This is an optimization exercise on Yosys and OpenROAD, whose aim is small area, a short achievable clock period and few clock cycles per item, not a production implementation. Only simulation tests tie the RTL to the original design; equivalence was not proved.

Setup of run A:
// filet_dec
module filet_dec (
    input  wire        clk,
    input  wire        rst,           
    input  wire        in_valid,
    output wire        in_ready,
    input  wire [31:0] in_data,
    input  wire        in_last,       
    input  wire [1:0]  cfg_depth,     
    input  wire [12:0] cfg_len0,      
    input  wire [12:0] cfg_len1,      
    input  wire [12:0] cfg_len2,      
    output reg         out_valid,
    input  wire        out_ready,
    output reg  [19:0] out_data,
    output reg         out_eos,       
    output reg         out_eol,       
    output reg         out_err        
);
For scale: roughly 3300 cells after synthesis, roughly 270 flip-flops, ~100 I/O pins, about 23000 um^2 of cells after synthesis.
==> flow/config.mk <==
export PLATFORM = sky130hd
export DESIGN_NAME = filet_dec
export DESIGN_NICKNAME = filet_dec
export VERILOG_FILES = /design/flow/design.v
export SDC_FILE = /design/flow/constraint.sdc
export NUM_CORES = 4
export LEC_CHECK = 0
export ABC_AREA = 1
export CAP_MARGIN = 20
export CORE_MARGIN = 2
export CORE_UTILIZATION = 40
export SLEW_MARGIN = 20
==> flow/constraint.sdc <==
create_clock -name core_clock -period 24.0 [get_ports {clk}]
set_input_delay 4.8000 -clock core_clock [delete_from_list [all_inputs] [get_ports {clk}]]
set_output_delay 4.8000 -clock core_clock [all_outputs]
set_load 0.01 [all_outputs]
standard.sh (not shown) runs the stock make flow with config.mk's settings and CLKGATE_MAP_FILE= SYNTH_SCRIPT=/design/flow/synth_recipe.tcl, a recipe that flattens the netlist after the stock synthesis.
==> flow/flow/run.sh <==
#!/bin/bash
# The standard layout, with the timing repair steps asked to leave a
# larger setup margin than the flow settings allow, so they work on the
# critical paths. The SDC, clock period and everything else are unchanged.
set -euo pipefail
bash standard.sh SETUP_SLACK_MARGIN=18 finish > standard_make.log 2>&1
Run A completed end to end with timing, DRC and antenna clean.
Testbench counts of run A, summed over its fixed seeds: cycles 113,654, samples 109,175.
Setup changes, run A to run B
diff --git a/flow/design.v b/flow/design.v
--- a/flow/design.v
+++ b/flow/design.v
@@ -33,17 +33,18 @@
         8'b?1000000: ff8 = 3'd6;
         default:     ff8 = 3'd7;
         endcase
     endfunction
     wire        ofree = !out_valid || out_ready;  
     wire        hold;                             
     wire        en = ofree && !hold;              
     reg  [2:0]  st;
-    reg  [31:0] wa, wb, wc;           
+    reg  [31:0] w0, w1, w2;           
+    reg  [1:0]  rp;                   
     reg  [20:0] wp;                   
     reg  [1:0]  nw;                   
     reg  [4:0]  p;                    
     reg         got_last;             
     reg         in_rdy;
     reg  [1:0]  dep;
     reg  [12:0] len1, len2;           
     reg  [12:0] srem;                 
@@ -53,16 +54,19 @@
     reg  [5:0]  e;
     reg         verb;
     reg         ovr;                  
     assign in_ready = in_rdy;
     wire        fire = in_valid && in_rdy;
     wire        d10 = (dep == 2'd0);
     wire        d12 = (dep == 2'd1);
     wire [4:0]  bval = d10 ? 5'd10 : d12 ? 5'd12 : 5'd20;
+    wire [31:0] wa = (rp == 2'd0) ? w0 : (rp == 2'd1) ? w1 : w2;
+    wire [31:0] wb = (rp == 2'd0) ? w1 : (rp == 2'd1) ? w2 : w0;
+    wire [31:0] wc = (rp == 2'd0) ? w2 : (rp == 2'd1) ? w0 : w1;
     wire [95:0] bufw = {wa, wb, wc};
     reg  [63:0] ge;                   
     reg  [63:0] zc;                   
     reg  [63:0] ec;                   
     integer i;
     always @* begin
         for (i = 0; i < 64; i = i + 1)
             ge[i] = (i >= p);
@@ -147,26 +151,35 @@
             st       <= st_n;
             if (en) ovr <= step && got_last && past;
             nw       <= nw_n;
             got_last <= gl_n;
             in_rdy   <= (st_n == S_IDLE) ||
                         (!gl_n && (st_n == S_FLUSH || st_n == S_DRAIN || nw_n != 2'd3));
         end
     end
+    wire [2:0]  wq = {1'b0, rp} + {1'b0, nw};
+    wire [1:0]  wi = (wq >= 3'd3) ? wq[1:0] - 2'd3 : wq[1:0];
+    wire [2:0]  rq = {1'b0, rp} + {1'b0, drop};
+    always @(posedge clk) begin
+        if (rst)
+            rp <= 2'd0;
+        else
+            rp <= (rq >= 3'd3) ? rq[1:0] - 2'd3 : rq[1:0];
+    end
     always @(posedge clk) begin
         case (drop)
         2'd0: ;
-        2'd1: begin wp <= wa[20:0]; wa <= wb; wb <= wc; end
-        default: begin wp <= wb[20:0]; wa <= wc; end
+        2'd1: wp <= wa[20:0];
+        default: wp <= wb[20:0];
         endcase
         if (wr) begin
-            if (nw_d == 2'd0) wa <= in_data;
-            if (nw_d == 2'd1) wb <= in_data;
-            if (nw_d == 2'd2) wc <= in_data;
+            if (wi == 2'd0) w0 <= in_data;
+            if (wi == 2'd1) w1 <= in_data;
+            if (wi == 2'd2) w2 <= in_data;
         end
     end
     always @(posedge clk) begin
         if (st == S_IDLE) begin
             p     <= 5'd0;
             dep   <= cfg_depth;
             len1  <= cfg_len1;
             len2  <= cfg_len2;
==> comparison <==
Run B: flow completed, timing, DRC and antenna clean. In run B the multi-input combinational cell count turned out 6.9% lower than in run A. Largest net degree at the start of global routing grows by a little under 10% when moving from run A to run B. Of run A and run B, the run reporting the higher die extent in x was run B. Number of search-and-repair iterations in the first detailed-routing pass: lower on run B. The number of nets produced by synthesis in run B was lower than what run A gave.
Testbench counts of run B, summed over its fixed seeds: cycles 113,654, samples 109,175.

## separate check: timing with driven ports
In the flow no input, the clock included, has a driving cell. The finished layouts below were timed again as built, in two steps.
Step 1, drivers: a clkbuf_16 drives clk and a buf_2 each remaining input, both assumed.
Step 2, shift: input delay + t, output delay - t, t = (earliest + latest rising clock arrival at the registers) / 2. This alone moves slack from input paths to output paths.
Slacks: no drivers / after step 1 / after step 2; pairs: no drivers / after step 1.
| run | t (ns) | slack for setup (ns) | worst setup path after step 2 | latest minus earliest clock arrival (ns) | cell pins on the clock port's net |
|---|---|---|---|---|---|
| run A | 0.647 | 17.431 / 17.454 / 16.807 | input to register | 0.021 / 0.021 | 1 |
| run B | 0.647 | 17.736 / 17.758 / 17.111 | input to register | 0.016 / 0.015 | 1 |
After both steps every run listed still meets setup and hold. For run B, which loses most, drivers alone change the setup slack by +0.022 ns; drivers and shift together by -0.625 ns.
